This design comes from an exercise in tuning for small area, a short achievable clock period and few clock cycles per item on the open sky130 flow, not from production work. The RTL was checked by simulation tests, not by an equivalence proof against the original design.

## flow/design.v (module list and top-level ports; edited modules follow where they fit)
// module d12_mix_a: 7 lines
// module d12_mix_b: 9 lines
// module d12_mul_c1: 479 lines
// module d12_mul_c2: 537 lines
// module d12_keys: 172 lines
module d12_keys (
    input  wire        clk,
    input  wire        rst,         
    input  wire        in_valid,
    output wire        in_ready,
    input  wire [2:0]  in_op,
    input  wire        in_first,    
    input  wire [63:0] in_a,
    input  wire [31:0] in_b,
    input  wire [6:0]  in_n,
    output wire        out_valid,
    input  wire        out_ready,
    output wire [31:0] out_data
);
  // ...
==> flow/flow/run.sh <==
#!/bin/bash
# The standard layout, with the port buffers made of sky130_fd_sc_hd__buf_4
# instead of the resizer's default choice (a slow delay buffer). Every input
# and output port still gets its own buffer.
set -euo pipefail
export BUFFER_PORTS_ARGS="-buffer_cell sky130_fd_sc_hd__buf_4"
bash standard.sh > standard.log 2>&1
==> flow/standard.sh <==
#!/bin/bash
# synth_recipe.tcl (not shown) runs the flow's synth.tcl, then flattens the netlist and writes it again
# the make line also repeats each setting of config.mk as NAME=value (left out here)
make -C /OpenROAD-flow-scripts/flow DESIGN_CONFIG=/design/flow/config.mk WORK_HOME=/design/flow/orfs CLKGATE_MAP_FILE= SYNTH_SCRIPT=/design/flow/synth_recipe.tcl "${@:-finish}"
==> flow/config.mk <==
export PLATFORM = sky130hd
export DESIGN_NAME = d12_keys
export DESIGN_NICKNAME = d12_keys
export VERILOG_FILES = /design/flow/design.v
export SDC_FILE = /design/flow/constraint.sdc
export NUM_CORES = 4
export LEC_CHECK = 0
export CAP_MARGIN = 20
export CORE_MARGIN = 2
export CORE_UTILIZATION = 60
export CTS_BUF_LIST = sky130_fd_sc_hd__clkbuf_16
export CTS_CLUSTER_DIAMETER = 100
export CTS_CLUSTER_SIZE = 24
export SLEW_MARGIN = 20
==> flow/constraint.sdc <==
create_clock -name core_clock -period 34.0 [get_ports {clk}]
set_input_delay 6.8000 -clock core_clock [delete_from_list [all_inputs] [get_ports {clk}]]
set_output_delay 6.8000 -clock core_clock [all_outputs]
set_load 0.01 [all_outputs]
==> results.txt, run 1 <==
#MultiIn Comb=3318; Hold-fix buffers, CTS=0; Non-Clock Inverter Count=between 800 and 900; CP max FO=1; Clock-cell share=2.01%; min-delay worst type=flop to flop; Die ar.=83900 sq um; Setup crit start=o_data[16]; NumNets Final=5967; initial core utilization=between 60% and 70%; setup ws final=25.99 ns; initial DRC count=between 2000 and 3000; Top class by area=multi-input gates; Seq cells=542; Biggest register=lo; Clock Skew=roughly 0.036 ns; number of tapcells=approximately 1100; FF-to-FF path depth=22; largest family of logic cells by synthesized area=adder cells; hold path startpoint=e_hm1[6][2]; via count=34400; Final Cycle Share=23.6%; compound-gate portion of the synthesized area=9.98%; Area Growth Syn to Fin=6.67%; status=timing/DRC/antenna clean; Post-CTS Setup Inserts=0; Die Span X=290 um; Design Area, Final=52200 sq um; most used routing layer=met2
Testbench counts, summed over its fixed seeds: cycles 9,680, items 9,600.
==> module d12_keys, before the edit <==
module d12_keys (
    input  wire        clk,
    input  wire        rst,         
    input  wire        in_valid,
    output wire        in_ready,
    input  wire [2:0]  in_op,
    input  wire        in_first,    
    input  wire [63:0] in_a,
    input  wire [31:0] in_b,
    input  wire [6:0]  in_n,
    output wire        out_valid,
    input  wire        out_ready,
    output wire [31:0] out_data
);
    reg         sk_valid;
    wire        en = !sk_valid;
    wire        sel_b   = !in_op[2] && !in_op[1];
    wire        sel_rot = !in_op[2] &&  in_op[1];
    wire [31:0] x_in = in_a[31:0] ^ (({32{sel_b}}   & in_b)
                                   | ({32{sel_rot}} & {in_b[24:0], in_b[31:25]}));
    reg         v0;
    reg  [2:0]  op0;
    reg  [31:0] x0;
    reg  [31:0] ahi0;       
    always @(posedge clk) begin
        if (rst)
            v0 <= 1'b0;
        else if (en)
            v0 <= in_valid;
        if (en) begin
            op0    <= in_op;
            x0     <= x_in;
            ahi0   <= in_op[2] ? {24'd0, in_first, in_n} : in_a[63:32];
        end
    end
    wire [31:0] s2;
    d12_mix_a u_mix0a (.h_in(x0), .h_out(s2));
    wire [6:0]  n0     = ahi0[6:0];
    wire        first0 = ahi0[7];
    wire [37:0] prod = x0 * n0[5:0];
    wire [5:0]  part = n0[6] ? x0[31:26] : prod[37:32];
    wire        hok  = ({1'b0, x0[5:0]} < n0);
    reg         v1;
    reg  [31:0] s2_1;
    reg  [31:0] ahi1;
    reg         cnt1;       
    reg         wide1;      
    always @(posedge clk) begin
        if (rst)
            v1 <= 1'b0;
        else if (en)
            v1 <= v0;
        if (en) begin
            s2_1   <= s2;
            ahi1   <= op0[2] ? {24'd0, first0, hok, op0[0] ? x0[5:0] : part}
                             : ahi0;
            cnt1   <= op0[2];
            wide1  <= op0[0];
        end
    end
    wire        first1 = ahi1[7];
    wire        hok1   = ahi1[6];
    wire [5:0]  idx1   = ahi1[5:0];
    wire [31:0] m0;
    d12_mix_b u_mix0b (.h_in(s2_1), .h_out(m0));
    wire [31:0] x1 = {m0[24:0], m0[31:25]} ^ ahi1;
    reg  [2:0]  lo [0:63];
    reg  [5:0]  e_idx [0:7];
    reg  [2:0]  e_hm1 [0:7];
    reg  [7:0]  ev;             
    wire [2:0]  lo_rd = lo[idx1];
    reg  [7:0]  hit;
    reg  [2:0]  hm1_rd;
    integer j;
    always @(*) begin
        hm1_rd = 3'd0;
        for (j = 0; j < 8; j = j + 1) begin
            hit[j] = ev[j] && (e_idx[j] == idx1);
            hm1_rd = hm1_rd | (hit[j] ? e_hm1[j] : 3'd0);
        end
    end
    wire        any_hit = |hit;
    wire [3:0]  hi_rd   = any_hit ? {1'b0, hm1_rd} + 4'd1 : 4'd0;
    wire [6:0]  rd      = {hi_rd, lo_rd};
    wire [5:0]  rank    = first1 ? 6'd0 : rd[5:0];
    wire        is_part = cnt1 && !wide1;
    wire        do_part = v1 && en && is_part;
    reg         rst_r;
    always @(posedge clk) rst_r <= rst;
    wire        clr     = rst_r || (do_part && first1);
    wire        carry   = do_part && !first1 && (lo_rd == 3'd7);
    wire [2:0]  lo_new  = first1 ? 3'd1 : lo_rd + 3'd1;
    integer i;
    always @(posedge clk) begin
        for (i = 0; i < 64; i = i + 1) begin
            lo[i] <= ({3{do_part && !rst_r && (idx1 == i)}} & lo_new)
                   | ({3{!(do_part && (idx1 == i)) && !clr}} & lo[i]);
        end
        if (clr)
            ev <= 8'd0;
        else if (carry && !any_hit)
            ev <= {ev[6:0], 1'b1};
        for (i = 0; i < 8; i = i + 1) begin
            if (carry && !any_hit && !ev[i] && (i == 0 || ev[i-1])) begin
                e_idx[i] <= idx1;
                e_hm1[i] <= 3'd0;
            end else if (carry && hit[i]) begin
                e_hm1[i] <= hm1_rd + 3'd1;
            end
        end
    end
    wire [31:0] cres = wide1 ? {25'd0, hok1 ? rd : 7'd0}
                             : {18'd0, rank, 2'b00, idx1};
    wire [31:0] d2 = cnt1 ? cres : (wide1 ? x1 : m0);
    reg         v2;
    reg  [31:0] d2_2;
    reg         wide2;
    always @(posedge clk) begin
        if (rst)
            v2 <= 1'b0;
        else if (en)
            v2 <= v1;
        if (en) begin
            d2_2  <= d2;
            wide2 <= wide1 && !cnt1;
        end
    end
    wire [31:0] s2b;
    d12_mix_a u_mix1a (.h_in(d2_2), .h_out(s2b));
    reg         v3;
    reg  [31:0] d3_3;
    reg         wide3;
    always @(posedge clk) begin
        if (rst)
            v3 <= 1'b0;
        else if (en)
            v3 <= v2;
        if (en) begin
            d3_3  <= wide2 ? s2b : d2_2;
            wide3 <= wide2;
        end
    end
    wire [31:0] m1;
    d12_mix_b u_mix1b (.h_in(d3_3), .h_out(m1));
    wire [31:0] res = wide3 ? m1 : d3_3;
    reg  [31:0] o_data, sk_data;
    reg         o_valid;
    reg         rdy;                  
    wire        take = !o_valid || out_ready;
    wire        push = en && v3;
    wire        sk_next = sk_valid ? !take : (push && !take);
    wire        load = take && (sk_valid || push);
    always @(posedge clk) begin
        if (en)
            sk_data <= res;
        if (load)
            o_data <= sk_valid ? sk_data : res;
        if (rst) begin
            o_valid  <= 1'b0;
            sk_valid <= 1'b0;
            rdy      <= 1'b1;
        end else begin
            if (take)
                o_valid <= sk_valid || push;
            sk_valid <= sk_next;
            rdy      <= !sk_next;
        end
    end
    assign out_valid = o_valid;
    assign out_data  = o_data;
    assign in_ready  = rdy;
endmodule
==> run 2, diff against run 1 <==
--- a/flow/design.v
+++ b/flow/design.v
@@ -1030,6 +1030,571 @@
     assign p[30] = p0[30] ^ gs77;
     assign p[31] = p0[31] ^ gs78;
 endmodule
+module d12_partmul (input wire [31:0] a, input wire [5:0] n, output wire [5:0] p);
+    wire pp0_0, pp0_1, pp0_2, pp0_3, pp0_4, pp0_5, pp0_6, pp0_7;
+    wire pp0_8, pp0_9, pp0_10, pp0_11, pp0_12, pp0_13, pp0_14, pp0_15;
+    wire pp0_16, pp0_17, pp0_18, pp0_19, pp0_20, pp0_21, pp0_22, pp0_23;
+    wire pp0_24, pp0_25, pp0_26, pp0_27, pp0_28, pp0_29, pp0_30, pp0_31;
+    wire pp1_0, pp1_1, pp1_2, pp1_3, pp1_4, pp1_5, pp1_6, pp1_7;
+    wire pp1_8, pp1_9, pp1_10, pp1_11, pp1_12, pp1_13, pp1_14, pp1_15;
+    wire pp1_16, pp1_17, pp1_18, pp1_19, pp1_20, pp1_21, pp1_22, pp1_23;
+    wire pp1_24, pp1_25, pp1_26, pp1_27, pp1_28, pp1_29, pp1_30, pp1_31;
+    wire pp2_0, pp2_1, pp2_2, pp2_3, pp2_4, pp2_5, pp2_6, pp2_7;
+    wire pp2_8, pp2_9, pp2_10, pp2_11, pp2_12, pp2_13, pp2_14, pp2_15;
+    wire pp2_16, pp2_17, pp2_18, pp2_19, pp2_20, pp2_21, pp2_22, pp2_23;
+    wire pp2_24, pp2_25, pp2_26, pp2_27, pp2_28, pp2_29, pp2_30, pp2_31;
+    wire pp3_0, pp3_1, pp3_2, pp3_3, pp3_4, pp3_5, pp3_6, pp3_7;
+    wire pp3_8, pp3_9, pp3_10, pp3_11, pp3_12, pp3_13, pp3_14, pp3_15;
+    wire pp3_16, pp3_17, pp3_18, pp3_19, pp3_20, pp3_21, pp3_22, pp3_23;
+    wire pp3_24, pp3_25, pp3_26, pp3_27, pp3_28, pp3_29, pp3_30, pp3_31;
+    wire pp4_0, pp4_1, pp4_2, pp4_3, pp4_4, pp4_5, pp4_6, pp4_7;
+    wire pp4_8, pp4_9, pp4_10, pp4_11, pp4_12, pp4_13, pp4_14, pp4_15;
+    wire pp4_16, pp4_17, pp4_18, pp4_19, pp4_20, pp4_21, pp4_22, pp4_23;
+    wire pp4_24, pp4_25, pp4_26, pp4_27, pp4_28, pp4_29, pp4_30, pp4_31;
+    wire pp5_0, pp5_1, pp5_2, pp5_3, pp5_4, pp5_5, pp5_6, pp5_7;
+    wire pp5_8, pp5_9, pp5_10, pp5_11, pp5_12, pp5_13, pp5_14, pp5_15;
+    wire pp5_16, pp5_17, pp5_18, pp5_19, pp5_20, pp5_21, pp5_22, pp5_23;
+    wire pp5_24, pp5_25, pp5_26, pp5_27, pp5_28, pp5_29, pp5_30, pp5_31;
+    wire s0, c0, s1, c1, s2, c2, s3, c3;
+    wire s4, c4, s5, c5, s6, c6, s7, c7;
+    wire s8, c8, s9, c9, s10, c10, s11, c11;
+    wire s12, c12, s13, c13, s14, c14, s15, c15;
+    wire s16, c16, s17, c17, s18, c18, s19, c19;
+    wire s20, c20, s21, c21, s22, c22, s23, c23;
+    wire s24, c24, s25, c25, s26, c26, s27, c27;
+    wire s28, c28, s29, c29, s30, c30, s31, c31;
+    wire s32, c32, s33, c33, s34, c34, s35, c35;
+    wire s36, c36, s37, c37, s38, c38, s39, c39;
+    wire s40, c40, s41, c41, s42, c42, s43, c43;
+    wire s44, c44, s45, c45, s46, c46, s47, c47;
+    wire s48, c48, s49, c49, s50, c50, s51, c51;
+    wire s52, c52, s53, c53, s54, c54, s55, c55;
+    wire s56, c56, s57, c57, s58, c58, s59, c59;
+    wire s60, c60, s61, c61, s62, c62, s63, c63;
+    wire s64, c64, s65, c65, s66, c66, s67, c67;
+    wire s68, c68, s69, c69, s70, c70, s71, c71;
+    wire s72, c72, s73, c73, s74, c74, s75, c75;
+    wire s76, c76, s77, c77, s78, c78, s79, c79;
+    wire s80, c80, s81, c81, s82, c82, s83, c83;
+    wire s84, c84, s85, c85, s86, c86, s87, c87;
+    wire s88, c88, s89, c89, s90, c90, s91, c91;
+    wire s92, c92, s93, c93, s94, c94, s95, c95;
+    wire s96, c96, s97, c97, s98, c98, s99, c99;
+    wire s100, c100, s101, c101, s102, c102, s103, c103;
+    wire s104, c104, s105, c105, s106, c106, s107, c107;
+    wire s108, c108, s109, c109, s110, c110, s111, c111;
+    wire s112, c112, s113, c113, s114, c114, s115, c115;
+    wire s116, c116, s117, c117, s118, c118, s119, c119;
+    wire s120, c120, s121, c121, s122, c122, s123, c123;
+    assign pp0_0 = a[0] & n[0];
+    assign pp0_1 = a[1] & n[0];
+    assign pp0_2 = a[2] & n[0];
+    assign pp0_3 = a[3] & n[0];
+    assign pp0_4 = a[4] & n[0];
+    assign pp0_5 = a[5] & n[0];
+    assign pp0_6 = a[6] & n[0];
+    assign pp0_7 = a[7] & n[0];
+    assign pp0_8 = a[8] & n[0];
+    assign pp0_9 = a[9] & n[0];
+    assign pp0_10 = a[10] & n[0];
+    assign pp0_11 = a[11] & n[0];
+    assign pp0_12 = a[12] & n[0];
+    assign pp0_13 = a[13] & n[0];
+    assign pp0_14 = a[14] & n[0];
+    assign pp0_15 = a[15] & n[0];
+    assign pp0_16 = a[16] & n[0];
+    assign pp0_17 = a[17] & n[0];
+    assign pp0_18 = a[18] & n[0];
+    assign pp0_19 = a[19] & n[0];
+    assign pp0_20 = a[20] & n[0];
+    assign pp0_21 = a[21] & n[0];
+    assign pp0_22 = a[22] & n[0];
+    assign pp0_23 = a[23] & n[0];
+    assign pp0_24 = a[24] & n[0];
+    assign pp0_25 = a[25] & n[0];
+    assign pp0_26 = a[26] & n[0];
+    assign pp0_27 = a[27] & n[0];
+    assign pp0_28 = a[28] & n[0];
+    assign pp0_29 = a[29] & n[0];
+    assign pp0_30 = a[30] & n[0];
+    assign pp0_31 = a[31] & n[0];
+    assign pp1_0 = a[0] & n[1];
+    assign pp1_1 = a[1] & n[1];
+    assign pp1_2 = a[2] & n[1];
+    assign pp1_3 = a[3] & n[1];
+    assign pp1_4 = a[4] & n[1];
+    assign pp1_5 = a[5] & n[1];
+    assign pp1_6 = a[6] & n[1];
+    assign pp1_7 = a[7] & n[1];
+    assign pp1_8 = a[8] & n[1];
+    assign pp1_9 = a[9] & n[1];
+    assign pp1_10 = a[10] & n[1];
+    assign pp1_11 = a[11] & n[1];
+    assign pp1_12 = a[12] & n[1];
+    assign pp1_13 = a[13] & n[1];
+    assign pp1_14 = a[14] & n[1];
+    assign pp1_15 = a[15] & n[1];
+    assign pp1_16 = a[16] & n[1];
+    assign pp1_17 = a[17] & n[1];
+    assign pp1_18 = a[18] & n[1];
+    assign pp1_19 = a[19] & n[1];
+    assign pp1_20 = a[20] & n[1];
+    assign pp1_21 = a[21] & n[1];
+    assign pp1_22 = a[22] & n[1];
+    assign pp1_23 = a[23] & n[1];
+    assign pp1_24 = a[24] & n[1];
+    assign pp1_25 = a[25] & n[1];
+    assign pp1_26 = a[26] & n[1];
+    assign pp1_27 = a[27] & n[1];
+    assign pp1_28 = a[28] & n[1];
+    assign pp1_29 = a[29] & n[1];
+    assign pp1_30 = a[30] & n[1];
+    assign pp1_31 = a[31] & n[1];
+    assign pp2_0 = a[0] & n[2];
+    assign pp2_1 = a[1] & n[2];
+    assign pp2_2 = a[2] & n[2];
+    assign pp2_3 = a[3] & n[2];
+    assign pp2_4 = a[4] & n[2];
+    assign pp2_5 = a[5] & n[2];
+    assign pp2_6 = a[6] & n[2];
+    assign pp2_7 = a[7] & n[2];
+    assign pp2_8 = a[8] & n[2];
+    assign pp2_9 = a[9] & n[2];
+    assign pp2_10 = a[10] & n[2];
+    assign pp2_11 = a[11] & n[2];
+    assign pp2_12 = a[12] & n[2];
+    assign pp2_13 = a[13] & n[2];
+    assign pp2_14 = a[14] & n[2];
+    assign pp2_15 = a[15] & n[2];
+    assign pp2_16 = a[16] & n[2];
+    assign pp2_17 = a[17] & n[2];
+    assign pp2_18 = a[18] & n[2];
+    assign pp2_19 = a[19] & n[2];
+    assign pp2_20 = a[20] & n[2];
+    assign pp2_21 = a[21] & n[2];
+    assign pp2_22 = a[22] & n[2];
+    assign pp2_23 = a[23] & n[2];
+    assign pp2_24 = a[24] & n[2];
+    assign pp2_25 = a[25] & n[2];
+    assign pp2_26 = a[26] & n[2];
+    assign pp2_27 = a[27] & n[2];
+    assign pp2_28 = a[28] & n[2];
+    assign pp2_29 = a[29] & n[2];
+    assign pp2_30 = a[30] & n[2];
+    assign pp2_31 = a[31] & n[2];
+    assign pp3_0 = a[0] & n[3];
+    assign pp3_1 = a[1] & n[3];
+    assign pp3_2 = a[2] & n[3];
+    assign pp3_3 = a[3] & n[3];
+    assign pp3_4 = a[4] & n[3];
+    assign pp3_5 = a[5] & n[3];
+    assign pp3_6 = a[6] & n[3];
+    assign pp3_7 = a[7] & n[3];
+    assign pp3_8 = a[8] & n[3];
+    assign pp3_9 = a[9] & n[3];
+    assign pp3_10 = a[10] & n[3];
+    assign pp3_11 = a[11] & n[3];
+    assign pp3_12 = a[12] & n[3];
+    assign pp3_13 = a[13] & n[3];
+    assign pp3_14 = a[14] & n[3];
+    assign pp3_15 = a[15] & n[3];
+    assign pp3_16 = a[16] & n[3];
+    assign pp3_17 = a[17] & n[3];
+    assign pp3_18 = a[18] & n[3];
+    assign pp3_19 = a[19] & n[3];
+    assign pp3_20 = a[20] & n[3];
+    assign pp3_21 = a[21] & n[3];
+    assign pp3_22 = a[22] & n[3];
+    assign pp3_23 = a[23] & n[3];
+    assign pp3_24 = a[24] & n[3];
+    assign pp3_25 = a[25] & n[3];
+    assign pp3_26 = a[26] & n[3];
+    assign pp3_27 = a[27] & n[3];
+    assign pp3_28 = a[28] & n[3];
+    assign pp3_29 = a[29] & n[3];
+    assign pp3_30 = a[30] & n[3];
+    assign pp3_31 = a[31] & n[3];
+    assign pp4_0 = a[0] & n[4];
+    assign pp4_1 = a[1] & n[4];
+    assign pp4_2 = a[2] & n[4];
+    assign pp4_3 = a[3] & n[4];
+    assign pp4_4 = a[4] & n[4];
+    assign pp4_5 = a[5] & n[4];
+    assign pp4_6 = a[6] & n[4];
+    assign pp4_7 = a[7] & n[4];
+    assign pp4_8 = a[8] & n[4];
+    assign pp4_9 = a[9] & n[4];
+    assign pp4_10 = a[10] & n[4];
+    assign pp4_11 = a[11] & n[4];
+    assign pp4_12 = a[12] & n[4];
+    assign pp4_13 = a[13] & n[4];
+    assign pp4_14 = a[14] & n[4];
+    assign pp4_15 = a[15] & n[4];
+    assign pp4_16 = a[16] & n[4];
+    assign pp4_17 = a[17] & n[4];
+    assign pp4_18 = a[18] & n[4];
+    assign pp4_19 = a[19] & n[4];
+    assign pp4_20 = a[20] & n[4];
+    assign pp4_21 = a[21] & n[4];
+    assign pp4_22 = a[22] & n[4];
+    assign pp4_23 = a[23] & n[4];
+    assign pp4_24 = a[24] & n[4];
+    assign pp4_25 = a[25] & n[4];
+    assign pp4_26 = a[26] & n[4];
+    assign pp4_27 = a[27] & n[4];
+    assign pp4_28 = a[28] & n[4];
+    assign pp4_29 = a[29] & n[4];
+    assign pp4_30 = a[30] & n[4];
+    assign pp4_31 = a[31] & n[4];
+    assign pp5_0 = a[0] & n[5];
+    assign pp5_1 = a[1] & n[5];
+    assign pp5_2 = a[2] & n[5];
+    assign pp5_3 = a[3] & n[5];
+    assign pp5_4 = a[4] & n[5];
+    assign pp5_5 = a[5] & n[5];
+    assign pp5_6 = a[6] & n[5];
+    assign pp5_7 = a[7] & n[5];
+    assign pp5_8 = a[8] & n[5];
+    assign pp5_9 = a[9] & n[5];
+    assign pp5_10 = a[10] & n[5];
+    assign pp5_11 = a[11] & n[5];
+    assign pp5_12 = a[12] & n[5];
+    assign pp5_13 = a[13] & n[5];
+    assign pp5_14 = a[14] & n[5];
+    assign pp5_15 = a[15] & n[5];
+    assign pp5_16 = a[16] & n[5];
+    assign pp5_17 = a[17] & n[5];
+    assign pp5_18 = a[18] & n[5];
+    assign pp5_19 = a[19] & n[5];
+    assign pp5_20 = a[20] & n[5];
+    assign pp5_21 = a[21] & n[5];
+    assign pp5_22 = a[22] & n[5];
+    assign pp5_23 = a[23] & n[5];
+    assign pp5_24 = a[24] & n[5];
+    assign pp5_25 = a[25] & n[5];
+    assign pp5_26 = a[26] & n[5];
+    assign pp5_27 = a[27] & n[5];
+    assign pp5_28 = a[28] & n[5];
+    assign pp5_29 = a[29] & n[5];
+    assign pp5_30 = a[30] & n[5];
+    assign pp5_31 = a[31] & n[5];
+    assign s0 = pp0_4 ^ pp1_3;
+    assign c0 = pp0_4 & pp1_3;
+    assign s1 = pp0_5 ^ pp1_4 ^ pp2_3;
+    assign c1 = (pp0_5 & pp1_4) | (pp0_5 & pp2_3) | (pp1_4 & pp2_3);
+    assign s2 = pp3_2 ^ pp4_1;
+    assign c2 = pp3_2 & pp4_1;
+    assign s3 = pp0_6 ^ pp1_5 ^ pp2_4;
+    assign c3 = (pp0_6 & pp1_5) | (pp0_6 & pp2_4) | (pp1_5 & pp2_4);
+    assign s4 = pp3_3 ^ pp4_2 ^ pp5_1;
+    assign c4 = (pp3_3 & pp4_2) | (pp3_3 & pp5_1) | (pp4_2 & pp5_1);
+    assign s5 = pp0_7 ^ pp1_6 ^ pp2_5;
+    assign c5 = (pp0_7 & pp1_6) | (pp0_7 & pp2_5) | (pp1_6 & pp2_5);
+    assign s6 = pp3_4 ^ pp4_3 ^ pp5_2;
+    assign c6 = (pp3_4 & pp4_3) | (pp3_4 & pp5_2) | (pp4_3 & pp5_2);
+    assign s7 = pp0_8 ^ pp1_7 ^ pp2_6;
+    assign c7 = (pp0_8 & pp1_7) | (pp0_8 & pp2_6) | (pp1_7 & pp2_6);
+    assign s8 = pp3_5 ^ pp4_4 ^ pp5_3;
+    assign c8 = (pp3_5 & pp4_4) | (pp3_5 & pp5_3) | (pp4_4 & pp5_3);
+    assign s9 = pp0_9 ^ pp1_8 ^ pp2_7;
+    assign c9 = (pp0_9 & pp1_8) | (pp0_9 & pp2_7) | (pp1_8 & pp2_7);
+    assign s10 = pp3_6 ^ pp4_5 ^ pp5_4;
+    assign c10 = (pp3_6 & pp4_5) | (pp3_6 & pp5_4) | (pp4_5 & pp5_4);
+    assign s11 = pp0_10 ^ pp1_9 ^ pp2_8;
+    assign c11 = (pp0_10 & pp1_9) | (pp0_10 & pp2_8) | (pp1_9 & pp2_8);
+    assign s12 = pp3_7 ^ pp4_6 ^ pp5_5;
+    assign c12 = (pp3_7 & pp4_6) | (pp3_7 & pp5_5) | (pp4_6 & pp5_5);
+    assign s13 = pp0_11 ^ pp1_10 ^ pp2_9;
+    assign c13 = (pp0_11 & pp1_10) | (pp0_11 & pp2_9) | (pp1_10 & pp2_9);
+    assign s14 = pp3_8 ^ pp4_7 ^ pp5_6;
+    assign c14 = (pp3_8 & pp4_7) | (pp3_8 & pp5_6) | (pp4_7 & pp5_6);
+    assign s15 = pp0_12 ^ pp1_11 ^ pp2_10;
+    assign c15 = (pp0_12 & pp1_11) | (pp0_12 & pp2_10) | (pp1_11 & pp2_10);
+    assign s16 = pp3_9 ^ pp4_8 ^ pp5_7;
+    assign c16 = (pp3_9 & pp4_8) | (pp3_9 & pp5_7) | (pp4_8 & pp5_7);
+    assign s17 = pp0_13 ^ pp1_12 ^ pp2_11;
+    assign c17 = (pp0_13 & pp1_12) | (pp0_13 & pp2_11) | (pp1_12 & pp2_11);
+    assign s18 = pp3_10 ^ pp4_9 ^ pp5_8;
+    assign c18 = (pp3_10 & pp4_9) | (pp3_10 & pp5_8) | (pp4_9 & pp5_8);
+    assign s19 = pp0_14 ^ pp1_13 ^ pp2_12;
+    assign c19 = (pp0_14 & pp1_13) | (pp0_14 & pp2_12) | (pp1_13 & pp2_12);
+    assign s20 = pp3_11 ^ pp4_10 ^ pp5_9;
+    assign c20 = (pp3_11 & pp4_10) | (pp3_11 & pp5_9) | (pp4_10 & pp5_9);
+    assign s21 = pp0_15 ^ pp1_14 ^ pp2_13;
+    assign c21 = (pp0_15 & pp1_14) | (pp0_15 & pp2_13) | (pp1_14 & pp2_13);
+    assign s22 = pp3_12 ^ pp4_11 ^ pp5_10;
+    assign c22 = (pp3_12 & pp4_11) | (pp3_12 & pp5_10) | (pp4_11 & pp5_10);
+    assign s23 = pp0_16 ^ pp1_15 ^ pp2_14;
+    assign c23 = (pp0_16 & pp1_15) | (pp0_16 & pp2_14) | (pp1_15 & pp2_14);
+    assign s24 = pp3_13 ^ pp4_12 ^ pp5_11;
+    assign c24 = (pp3_13 & pp4_12) | (pp3_13 & pp5_11) | (pp4_12 & pp5_11);
+    assign s25 = pp0_17 ^ pp1_16 ^ pp2_15;
+    assign c25 = (pp0_17 & pp1_16) | (pp0_17 & pp2_15) | (pp1_16 & pp2_15);
+    assign s26 = pp3_14 ^ pp4_13 ^ pp5_12;
+    assign c26 = (pp3_14 & pp4_13) | (pp3_14 & pp5_12) | (pp4_13 & pp5_12);
+    assign s27 = pp0_18 ^ pp1_17 ^ pp2_16;
+    assign c27 = (pp0_18 & pp1_17) | (pp0_18 & pp2_16) | (pp1_17 & pp2_16);
+    assign s28 = pp3_15 ^ pp4_14 ^ pp5_13;
+    assign c28 = (pp3_15 & pp4_14) | (pp3_15 & pp5_13) | (pp4_14 & pp5_13);
+    assign s29 = pp0_19 ^ pp1_18 ^ pp2_17;
+    assign c29 = (pp0_19 & pp1_18) | (pp0_19 & pp2_17) | (pp1_18 & pp2_17);
+    assign s30 = pp3_16 ^ pp4_15 ^ pp5_14;
+    assign c30 = (pp3_16 & pp4_15) | (pp3_16 & pp5_14) | (pp4_15 & pp5_14);
+    assign s31 = pp0_20 ^ pp1_19 ^ pp2_18;
+    assign c31 = (pp0_20 & pp1_19) | (pp0_20 & pp2_18) | (pp1_19 & pp2_18);
+    assign s32 = pp3_17 ^ pp4_16 ^ pp5_15;
+    assign c32 = (pp3_17 & pp4_16) | (pp3_17 & pp5_15) | (pp4_16 & pp5_15);
+    assign s33 = pp0_21 ^ pp1_20 ^ pp2_19;
+    assign c33 = (pp0_21 & pp1_20) | (pp0_21 & pp2_19) | (pp1_20 & pp2_19);
+    assign s34 = pp3_18 ^ pp4_17 ^ pp5_16;
+    assign c34 = (pp3_18 & pp4_17) | (pp3_18 & pp5_16) | (pp4_17 & pp5_16);
+    assign s35 = pp0_22 ^ pp1_21 ^ pp2_20;
+    assign c35 = (pp0_22 & pp1_21) | (pp0_22 & pp2_20) | (pp1_21 & pp2_20);
+    assign s36 = pp3_19 ^ pp4_18 ^ pp5_17;
+    assign c36 = (pp3_19 & pp4_18) | (pp3_19 & pp5_17) | (pp4_18 & pp5_17);
+    assign s37 = pp0_23 ^ pp1_22 ^ pp2_21;
+    assign c37 = (pp0_23 & pp1_22) | (pp0_23 & pp2_21) | (pp1_22 & pp2_21);
+    assign s38 = pp3_20 ^ pp4_19 ^ pp5_18;
+    assign c38 = (pp3_20 & pp4_19) | (pp3_20 & pp5_18) | (pp4_19 & pp5_18);
+    assign s39 = pp0_24 ^ pp1_23 ^ pp2_22;
+    assign c39 = (pp0_24 & pp1_23) | (pp0_24 & pp2_22) | (pp1_23 & pp2_22);
+    assign s40 = pp3_21 ^ pp4_20 ^ pp5_19;
+    assign c40 = (pp3_21 & pp4_20) | (pp3_21 & pp5_19) | (pp4_20 & pp5_19);
+    assign s41 = pp0_25 ^ pp1_24 ^ pp2_23;
+    assign c41 = (pp0_25 & pp1_24) | (pp0_25 & pp2_23) | (pp1_24 & pp2_23);
+    assign s42 = pp3_22 ^ pp4_21 ^ pp5_20;
+    assign c42 = (pp3_22 & pp4_21) | (pp3_22 & pp5_20) | (pp4_21 & pp5_20);
+    assign s43 = pp0_26 ^ pp1_25 ^ pp2_24;
+    assign c43 = (pp0_26 & pp1_25) | (pp0_26 & pp2_24) | (pp1_25 & pp2_24);
+    assign s44 = pp3_23 ^ pp4_22 ^ pp5_21;
+    assign c44 = (pp3_23 & pp4_22) | (pp3_23 & pp5_21) | (pp4_22 & pp5_21);
+    assign s45 = pp0_27 ^ pp1_26 ^ pp2_25;
+    assign c45 = (pp0_27 & pp1_26) | (pp0_27 & pp2_25) | (pp1_26 & pp2_25);
+    assign s46 = pp3_24 ^ pp4_23 ^ pp5_22;
+    assign c46 = (pp3_24 & pp4_23) | (pp3_24 & pp5_22) | (pp4_23 & pp5_22);
+    assign s47 = pp0_28 ^ pp1_27 ^ pp2_26;
+    assign c47 = (pp0_28 & pp1_27) | (pp0_28 & pp2_26) | (pp1_27 & pp2_26);
+    assign s48 = pp3_25 ^ pp4_24 ^ pp5_23;
+    assign c48 = (pp3_25 & pp4_24) | (pp3_25 & pp5_23) | (pp4_24 & pp5_23);
+    assign s49 = pp0_29 ^ pp1_28 ^ pp2_27;
+    assign c49 = (pp0_29 & pp1_28) | (pp0_29 & pp2_27) | (pp1_28 & pp2_27);
+    assign s50 = pp3_26 ^ pp4_25 ^ pp5_24;
+    assign c50 = (pp3_26 & pp4_25) | (pp3_26 & pp5_24) | (pp4_25 & pp5_24);
+    assign s51 = pp0_30 ^ pp1_29 ^ pp2_28;
+    assign c51 = (pp0_30 & pp1_29) | (pp0_30 & pp2_28) | (pp1_29 & pp2_28);
+    assign s52 = pp3_27 ^ pp4_26 ^ pp5_25;
+    assign c52 = (pp3_27 & pp4_26) | (pp3_27 & pp5_25) | (pp4_26 & pp5_25);
+    assign s53 = pp0_31 ^ pp1_30 ^ pp2_29;
+    assign c53 = (pp0_31 & pp1_30) | (pp0_31 & pp2_29) | (pp1_30 & pp2_29);
+    assign s54 = pp3_28 ^ pp4_27 ^ pp5_26;
+    assign c54 = (pp3_28 & pp4_27) | (pp3_28 & pp5_26) | (pp4_27 & pp5_26);
+    assign s55 = pp1_31 ^ pp2_30 ^ pp3_29;
+    assign c55 = (pp1_31 & pp2_30) | (pp1_31 & pp3_29) | (pp2_30 & pp3_29);
+    assign s56 = pp4_28 ^ pp5_27;
+    assign c56 = pp4_28 & pp5_27;
+    assign s57 = pp2_31 ^ pp3_30 ^ pp4_29;
+    assign c57 = (pp2_31 & pp3_30) | (pp2_31 & pp4_29) | (pp3_30 & pp4_29);
+    assign s58 = pp0_3 ^ pp1_2;
+    assign c58 = pp0_3 & pp1_2;
+    assign s59 = pp2_2 ^ pp3_1 ^ pp4_0;
+    assign c59 = (pp2_2 & pp3_1) | (pp2_2 & pp4_0) | (pp3_1 & pp4_0);
+    assign s60 = pp5_0 ^ s1 ^ s2;
+    assign c60 = (pp5_0 & s1) | (pp5_0 & s2) | (s1 & s2);
+    assign s61 = s3 ^ s4 ^ c1;
+    assign c61 = (s3 & s4) | (s3 & c1) | (s4 & c1);
+    assign s62 = s5 ^ s6 ^ c3;
+    assign c62 = (s5 & s6) | (s5 & c3) | (s6 & c3);
+    assign s63 = s7 ^ s8 ^ c5;
+    assign c63 = (s7 & s8) | (s7 & c5) | (s8 & c5);
+    assign s64 = s9 ^ s10 ^ c7;
+    assign c64 = (s9 & s10) | (s9 & c7) | (s10 & c7);
+    assign s65 = s11 ^ s12 ^ c9;
+    assign c65 = (s11 & s12) | (s11 & c9) | (s12 & c9);
+    assign s66 = s13 ^ s14 ^ c11;
+    assign c66 = (s13 & s14) | (s13 & c11) | (s14 & c11);
+    assign s67 = s15 ^ s16 ^ c13;
+    assign c67 = (s15 & s16) | (s15 & c13) | (s16 & c13);
+    assign s68 = s17 ^ s18 ^ c15;
+    assign c68 = (s17 & s18) | (s17 & c15) | (s18 & c15);
+    assign s69 = s19 ^ s20 ^ c17;
+    assign c69 = (s19 & s20) | (s19 & c17) | (s20 & c17);
+    assign s70 = s21 ^ s22 ^ c19;
+    assign c70 = (s21 & s22) | (s21 & c19) | (s22 & c19);
+    assign s71 = s23 ^ s24 ^ c21;
+    assign c71 = (s23 & s24) | (s23 & c21) | (s24 & c21);
+    assign s72 = s25 ^ s26 ^ c23;
+    assign c72 = (s25 & s26) | (s25 & c23) | (s26 & c23);
+    assign s73 = s27 ^ s28 ^ c25;
+    assign c73 = (s27 & s28) | (s27 & c25) | (s28 & c25);
+    assign s74 = s29 ^ s30 ^ c27;
+    assign c74 = (s29 & s30) | (s29 & c27) | (s30 & c27);
+    assign s75 = s31 ^ s32 ^ c29;
+    assign c75 = (s31 & s32) | (s31 & c29) | (s32 & c29);
+    assign s76 = s33 ^ s34 ^ c31;
+    assign c76 = (s33 & s34) | (s33 & c31) | (s34 & c31);
+    assign s77 = s35 ^ s36 ^ c33;
+    assign c77 = (s35 & s36) | (s35 & c33) | (s36 & c33);
+    assign s78 = s37 ^ s38 ^ c35;
+    assign c78 = (s37 & s38) | (s37 & c35) | (s38 & c35);
+    assign s79 = s39 ^ s40 ^ c37;
+    assign c79 = (s39 & s40) | (s39 & c37) | (s40 & c37);
+    assign s80 = s41 ^ s42 ^ c39;
+    assign c80 = (s41 & s42) | (s41 & c39) | (s42 & c39);
+    assign s81 = s43 ^ s44 ^ c41;
+    assign c81 = (s43 & s44) | (s43 & c41) | (s44 & c41);
+    assign s82 = s45 ^ s46 ^ c43;
+    assign c82 = (s45 & s46) | (s45 & c43) | (s46 & c43);
+    assign s83 = s47 ^ s48 ^ c45;
+    assign c83 = (s47 & s48) | (s47 & c45) | (s48 & c45);
+    assign s84 = s49 ^ s50 ^ c47;
+    assign c84 = (s49 & s50) | (s49 & c47) | (s50 & c47);
+    assign s85 = s51 ^ s52 ^ c49;
+    assign c85 = (s51 & s52) | (s51 & c49) | (s52 & c49);
+    assign s86 = s53 ^ s54 ^ c51;
+    assign c86 = (s53 & s54) | (s53 & c51) | (s54 & c51);
+    assign s87 = s55 ^ s56 ^ c53;
+    assign c87 = (s55 & s56) | (s55 & c53) | (s56 & c53);
+    assign s88 = pp5_28 ^ s57 ^ c55;
+    assign c88 = (pp5_28 & s57) | (pp5_28 & c55) | (s57 & c55);
+    assign s89 = pp3_31 ^ pp4_30 ^ pp5_29;
+    assign c89 = (pp3_31 & pp4_30) | (pp3_31 & pp5_29) | (pp4_30 & pp5_29);
+    assign s90 = pp0_2 ^ pp1_1;
+    assign c90 = pp0_2 & pp1_1;
+    assign s91 = pp2_1 ^ pp3_0 ^ s58;
+    assign c91 = (pp2_1 & pp3_0) | (pp2_1 & s58) | (pp3_0 & s58);
+    assign s92 = s0 ^ s59 ^ c58;
+    assign c92 = (s0 & s59) | (s0 & c58) | (s59 & c58);
+    assign s93 = c0 ^ s60 ^ c59;
+    assign c93 = (c0 & s60) | (c0 & c59) | (s60 & c59);
+    assign s94 = c2 ^ s61 ^ c60;
+    assign c94 = (c2 & s61) | (c2 & c60) | (s61 & c60);
+    assign s95 = c4 ^ s62 ^ c61;
+    assign c95 = (c4 & s62) | (c4 & c61) | (s62 & c61);
+    assign s96 = c6 ^ s63 ^ c62;
+    assign c96 = (c6 & s63) | (c6 & c62) | (s63 & c62);
+    assign s97 = c8 ^ s64 ^ c63;
+    assign c97 = (c8 & s64) | (c8 & c63) | (s64 & c63);
+    assign s98 = c10 ^ s65 ^ c64;
+    assign c98 = (c10 & s65) | (c10 & c64) | (s65 & c64);
+    assign s99 = c12 ^ s66 ^ c65;
+    assign c99 = (c12 & s66) | (c12 & c65) | (s66 & c65);
+    assign s100 = c14 ^ s67 ^ c66;
+    assign c100 = (c14 & s67) | (c14 & c66) | (s67 & c66);
+    assign s101 = c16 ^ s68 ^ c67;
+    assign c101 = (c16 & s68) | (c16 & c67) | (s68 & c67);
+    assign s102 = c18 ^ s69 ^ c68;
+    assign c102 = (c18 & s69) | (c18 & c68) | (s69 & c68);
+    assign s103 = c20 ^ s70 ^ c69;
+    assign c103 = (c20 & s70) | (c20 & c69) | (s70 & c69);
+    assign s104 = c22 ^ s71 ^ c70;
+    assign c104 = (c22 & s71) | (c22 & c70) | (s71 & c70);
+    assign s105 = c24 ^ s72 ^ c71;
+    assign c105 = (c24 & s72) | (c24 & c71) | (s72 & c71);
+    assign s106 = c26 ^ s73 ^ c72;
+    assign c106 = (c26 & s73) | (c26 & c72) | (s73 & c72);
+    assign s107 = c28 ^ s74 ^ c73;
+    assign c107 = (c28 & s74) | (c28 & c73) | (s74 & c73);
+    assign s108 = c30 ^ s75 ^ c74;
+    assign c108 = (c30 & s75) | (c30 & c74) | (s75 & c74);
+    assign s109 = c32 ^ s76 ^ c75;
+    assign c109 = (c32 & s76) | (c32 & c75) | (s76 & c75);
+    assign s110 = c34 ^ s77 ^ c76;
+    assign c110 = (c34 & s77) | (c34 & c76) | (s77 & c76);
+    assign s111 = c36 ^ s78 ^ c77;
+    assign c111 = (c36 & s78) | (c36 & c77) | (s78 & c77);
+    assign s112 = c38 ^ s79 ^ c78;
+    assign c112 = (c38 & s79) | (c38 & c78) | (s79 & c78);
+    assign s113 = c40 ^ s80 ^ c79;
+    assign c113 = (c40 & s80) | (c40 & c79) | (s80 & c79);
+    assign s114 = c42 ^ s81 ^ c80;
+    assign c114 = (c42 & s81) | (c42 & c80) | (s81 & c80);
+    assign s115 = c44 ^ s82 ^ c81;
+    assign c115 = (c44 & s82) | (c44 & c81) | (s82 & c81);
+    assign s116 = c46 ^ s83 ^ c82;
+    assign c116 = (c46 & s83) | (c46 & c82) | (s83 & c82);
+    assign s117 = c48 ^ s84 ^ c83;
+    assign c117 = (c48 & s84) | (c48 & c83) | (s84 & c83);
+    assign s118 = c50 ^ s85 ^ c84;
+    assign c118 = (c50 & s85) | (c50 & c84) | (s85 & c84);
+    assign s119 = c52 ^ s86 ^ c85;
+    assign c119 = (c52 & s86) | (c52 & c85) | (s86 & c85);
+    assign s120 = c54 ^ s87 ^ c86;
+    assign c120 = (c54 & s87) | (c54 & c86) | (s87 & c86);
+    assign s121 = c56 ^ s88 ^ c87;
+    assign c121 = (c56 & s88) | (c56 & c87) | (s88 & c87);
+    assign s122 = c57 ^ s89 ^ c88;
+    assign c122 = (c57 & s89) | (c57 & c88) | (s89 & c88);
+    assign s123 = pp4_31 ^ pp5_30 ^ c89;
+    assign c123 = (pp4_31 & pp5_30) | (pp4_31 & c89) | (pp5_30 & c89);
+    wire [37:0] ra = {1'b0, pp5_31, s123, s122, s121, s120, s119, s118, s117, s116, s115, s114, s113, s112, s111, s110, s109, s108, s107, s106, s105, s104, s103, s102, s101, s100, s99, s98, s97, s96, s95, s94, s93, s92, s91, pp2_0, pp0_1, pp0_0};
+    wire [37:0] rb = {1'b0, c123, c122, c121, c120, c119, c118, c117, c116, c115, c114, c113, c112, c111, c110, c109, c108, c107, c106, c105, c104, c103, c102, c101, c100, c99, c98, c97, c96, c95, c94, c93, c92, c91, c90, s90, pp1_0, 1'b0};
+    wire [31:0] g0 = ra[31:0] & rb[31:0];
+    wire [31:0] p0 = ra[31:0] ^ rb[31:0];
+    wire cg0 = g0[1] | (p0[1] & g0[0]);
+    wire cp0 = p0[1] & p0[0];
+    wire cg1 = g0[3] | (p0[3] & g0[2]);
+    wire cp1 = p0[3] & p0[2];
+    wire cg2 = g0[5] | (p0[5] & g0[4]);
+    wire cp2 = p0[5] & p0[4];
+    wire cg3 = g0[7] | (p0[7] & g0[6]);
+    wire cp3 = p0[7] & p0[6];
+    wire cg4 = g0[9] | (p0[9] & g0[8]);
+    wire cp4 = p0[9] & p0[8];
+    wire cg5 = g0[11] | (p0[11] & g0[10]);
+    wire cp5 = p0[11] & p0[10];
+    wire cg6 = g0[13] | (p0[13] & g0[12]);
+    wire cp6 = p0[13] & p0[12];
+    wire cg7 = g0[15] | (p0[15] & g0[14]);
+    wire cp7 = p0[15] & p0[14];
+    wire cg8 = g0[17] | (p0[17] & g0[16]);
+    wire cp8 = p0[17] & p0[16];
+    wire cg9 = g0[19] | (p0[19] & g0[18]);
+    wire cp9 = p0[19] & p0[18];
+    wire cg10 = g0[21] | (p0[21] & g0[20]);
+    wire cp10 = p0[21] & p0[20];
+    wire cg11 = g0[23] | (p0[23] & g0[22]);
+    wire cp11 = p0[23] & p0[22];
+    wire cg12 = g0[25] | (p0[25] & g0[24]);
+    wire cp12 = p0[25] & p0[24];
+    wire cg13 = g0[27] | (p0[27] & g0[26]);
+    wire cp13 = p0[27] & p0[26];
+    wire cg14 = g0[29] | (p0[29] & g0[28]);
+    wire cp14 = p0[29] & p0[28];
+    wire cg15 = g0[31] | (p0[31] & g0[30]);
+    wire cp15 = p0[31] & p0[30];
+    wire cg16 = cg1 | (cp1 & cg0);
+    wire cp16 = cp1 & cp0;
+    wire cg17 = cg3 | (cp3 & cg2);
+    wire cp17 = cp3 & cp2;
+    wire cg18 = cg5 | (cp5 & cg4);
+    wire cp18 = cp5 & cp4;
+    wire cg19 = cg7 | (cp7 & cg6);
+    wire cp19 = cp7 & cp6;
+    wire cg20 = cg9 | (cp9 & cg8);
+    wire cp20 = cp9 & cp8;
+    wire cg21 = cg11 | (cp11 & cg10);
+    wire cp21 = cp11 & cp10;
+    wire cg22 = cg13 | (cp13 & cg12);
+    wire cp22 = cp13 & cp12;
+    wire cg23 = cg15 | (cp15 & cg14);
+    wire cp23 = cp15 & cp14;
+    wire cg24 = cg17 | (cp17 & cg16);
+    wire cp24 = cp17 & cp16;
+    wire cg25 = cg19 | (cp19 & cg18);
+    wire cp25 = cp19 & cp18;
+    wire cg26 = cg21 | (cp21 & cg20);
+    wire cp26 = cp21 & cp20;
+    wire cg27 = cg23 | (cp23 & cg22);
+    wire cp27 = cp23 & cp22;
+    wire cg28 = cg25 | (cp25 & cg24);
+    wire cp28 = cp25 & cp24;
+    wire cg29 = cg27 | (cp27 & cg26);
+    wire cp29 = cp27 & cp26;
+    wire cg30 = cg29 | (cp29 & cg28);
+    wire cp30 = cp29 & cp28;
+    wire [5:0] top = ra[37:32] + rb[37:32] + {5'd0, cg30};
+    assign p = top;
+endmodule
 module d12_keys (
     input  wire        clk,
     input  wire        rst,         
@@ -1069,8 +1634,9 @@
     d12_mix_a u_mix0a (.h_in(x0), .h_out(s2));
     wire [6:0]  n0     = ahi0[6:0];
     wire        first0 = ahi0[7];
-    wire [37:0] prod = x0 * n0[5:0];
-    wire [5:0]  part = n0[6] ? x0[31:26] : prod[37:32];
+    wire [5:0]  prod_hi;
+    d12_partmul u_part (.a(x0), .n(n0[5:0]), .p(prod_hi));
+    wire [5:0]  part = n0[6] ? x0[31:26] : prod_hi;
     wire        hok  = ({1'b0, x0[5:0]} < n0);
     reg         v1;
     reg  [31:0] s2_1;
==> run 2 against run 1 <==
- setup slack worse by 0.017 ns
- fmax is 0.21% lower
- flip-flop and latch count stayed put
- sequential share of layout area is 0.11 points lower
- non-clock buffer count is 1 lower
- synthesized cell count is 0.60% higher
- hold slack hardly changed
- cell count is 0.37% higher
- wire length is 3.8% lower
- critical path type unchanged
==> results.txt, run 2 <==
status=timing/DRC/antenna clean; core area=80800 sq um; FF-to-FF path depth=21 (-4.5%); simple-gate area share of the yosys netlist=under 10%; # DRC=0; clock buffer depth=3; max FFs per register=192; drt via density=5.66; number of synthesized flops with an enable pin=278; RR Startpoint=d3_3[24]; Slew @ Worst Pin=1.16 ns; Synth Register Bits=approximately 540; Crit-path slowest cell=edfxtp_1; compound-gate portion of the synthesized area=9.51% (-0.47 points); htree depth=1; Largest regs=lo: 192 flops, e_idx: 48 flops; # port buffers=144; Max Clk Rate=125 MHz; most common cell after layout, fill and taps aside=inv_1; Die Span X=290 um (+0.20%); Post-CTS Setup Inserts=0 (unchanged); Cell variety after synth=88; Final Hold Fails=0; fraction of layout cells with a size suffix above 1=6.88%; Pins Over Slew Limit=0; clock-pin slew on the worst setup and hold paths=0.10 ns; Rel. slew slack=22.9%; fin crit period=8.02 ns; count leader, synth=inv_1; utilization after layout=64.9%; 1st-pass router iterations=6; Synth Net Count=a little under 6000; Filler Cell Count=6769; initial DRC count=2631 (+0.27%); min-delay worst type=flop to flop; Sinks on Clock Net=542; CP max FO=1 (unchanged); most frequent cells after synthesis=inv_1 (847), fa_1 (651), nor2_1 (527); Synth top area share=26.5%; I/O pin cnt=between 100 and 150; Yosys top cell by area=fa_1; Worst EP required=27.20 ns; r2r setup slk=around 27 ns; RSZ-0062 raised after global routing=no; Total Routed Length=125000 um; vias in the first global route=34600; Crit path depth=1; Synth Cell Area=49100 sq um; Async SR Flop Fraction=0%; Critical path buffers and inverters=1; initial core utilization=60.8% (+0.15 points); NumNets Final=5987 (+0.34%); Area Growth Syn to Fin=6.69% (about the same); xor and xnor area share after synthesis=6.83%; setup TNS=0 ns; post-DP HPWL=between 90000 and 100000 um; crit-path max cell delay=0.39 ns; clock latency on the worst-skew pair=0.69 ns; post_cts resized=0; CTS Buf Count=31; Yosys warnings=5; Total GRT Usage=between 30% and 40%; Setup crit start=o_data[26]; Die ar.=84200 sq um (+0.40%); first-pass GRT wire length=between 150000 and 200000 um; CP Cell Sequence=buf_4; Root Driver=clkbuf_16; max-cap viol count=0; most frequent cells in the layout=inv_1 (857), fa_1 (651), nor2_1 (527); initial antenna violation count=1; CP Class=flop to output pin; antenna-violating nets left=0; critical path capture point type=output pin; WP data arrival=1.22 ns; delay-heaviest family, CP=flip-flops; Hold-fix buffers, CTS=0 (unchanged); CTS tree=yes; via count=34100 (-0.83%); largest family of logic cells by synthesized area=adder cells; total global routing overflow=0; CP endpoint=out_data[26]; Mapped Avg Cell Area=10.0 sq um; GPL Wtd Cong=0.937; Synth Area in Adders=33.5%; largest net degree at the start of global routing=about 200; ranking of synthesized cells by area=fa_1 (27%), edfxtp_1 (17%), dfxtp_1 (11%); final setup fails=0; Rows=approximately 100; sequential share of the synthesized area=27.7%; Die Ht=290 um; Worst R2R End=o_data[30]; Clock Skew=0.0682 ns (+0.0319 ns); top_reg_cell synth=edfxtp_1; Worst Setup Start Kind=flop; Synth Instances=4893; n_diodes=0; Final Cycle Share=23.6% (+0.049 points); multiplexer share of the synthesized area=about 4.5%; wire per inst=20.8 um; Biggest register=lo
[run 2: cell count changes in the layout (fill, tap and decap cells not counted), moves of 17 or more]
| cell | before | now |
|---|---|---|
| nor2_1 | 503 | 527 |
| o21ai_0 | 183 | 151 |
| mux2i_1 | 158 | 186 |
| and2_1 | 76 | 46 |
| xnor2_1 | 196 | 179 |
| inv_1 | 826 | 857 |
| a21oi_1 | 280 | 247 |
[run 2: kinds of logic after synthesis]
kind of cell             Yosys count
buffers and inverters           1043
adder cells (fa/ha/maj)          924
flip-flops                       542
XOR/XNOR                         357
multiplexers                     212
AO/OA/AOI/OAI                    739
AND/OR/NAND/NOR                 1076
[run 2: final cells by class]
class	instances	area, sq um	area share [%]
multi-input combinational	3308	31600	60.3
clock inverter	23	234	0.446
clock buffer	32	801	1.53
inverter	853	3210	6.12
tap	1060	1330	2.53
timing repair buffer	216	1630	3.12
sequential	542	13600	26.0
[run 2: how the worst min path moves through the flow]
stage | start | endpoint | cells after the start
6_report | sk_data[10] | sk_data[10] | 2
5_1_grt | sk_data[10] | sk_data[10] | 2
4_1_cts | sk_data[10] | sk_data[10] | 2
3_5_place_dp | sk_data[28] | sk_data[28] | 1
3_3_place_gp | sk_data[12] | sk_data[12] | 1
2_1_floorplan | ahi0[7] | ahi1[7] | 0
[run 2: metal layers]
| layer | track usage, % | vias to the layer above | wire length, um |
|---|---|---|---|
| met5 | 0 | - | 0 |
| met4 | 9.86 | 0 | 4630 |
| met3 | 3.96 | 216 | 7820 |
| met2 | 50.2 | 1090 | 59600 |
| met1 | 42.1 | 17000 | 53200 |
| li1 | - | 15800 | - |
[run 2: through the flow]
stage | instances | setup WS [ns] | area [sq um] | hold slack (ns)
6_report | 6034 | 25.98 | 52400 | 0.467
5_1_grt | 6034 | 25.92 | 52400 | 0.498
4_1_cts | 6034 | 25.94 | 52400 | 0.472
3_5_place_dp | 5979 | 25.88 | 51400 | 0.447
3_3_place_gp | 5979 | 25.88 | 51400 | 0.444
2_1_floorplan | 4893 | 25.19 | 49100 | 0.400
[run 2: tightest hold or removal path: stages, from the launching register on]
cell and delay, ns:
dfxtp_1 0.31, nand2_1 0.05, o21ai_1 0.06
Testbench counts of run 2, summed over its fixed seeds: cycles 9,680, items 9,600.

## static timing again, ports no longer ideal
The flow's constraints put no driver on any port. The routed layouts listed below were extracted and timed again, unchanged, in two steps.
Step 1, drivers: a clkbuf_16 drives clk and a buf_2 each remaining input, both assumed.
Step 2, shift: input delay + t, output delay - t, t = (earliest + latest rising clock arrival at the registers) / 2. This alone moves slack from input paths to output paths.
a / b / c = no drivers / after step 1 / after step 2; a / b = the first two.
run | shift t [ns] | setup slack, ns | latest minus earliest clock arrival (ns)
run 1 | 0.723 | 25.992 / 25.923 / 25.855 | 0.041 / 0.042
run 2 | 0.721 | 25.976 / 25.909 / 25.909 | 0.071 / 0.071
After both steps every run listed still meets setup and hold. For run 1, which loses most, drivers alone change the setup slack by -0.069 ns; drivers and shift together by -0.137 ns.
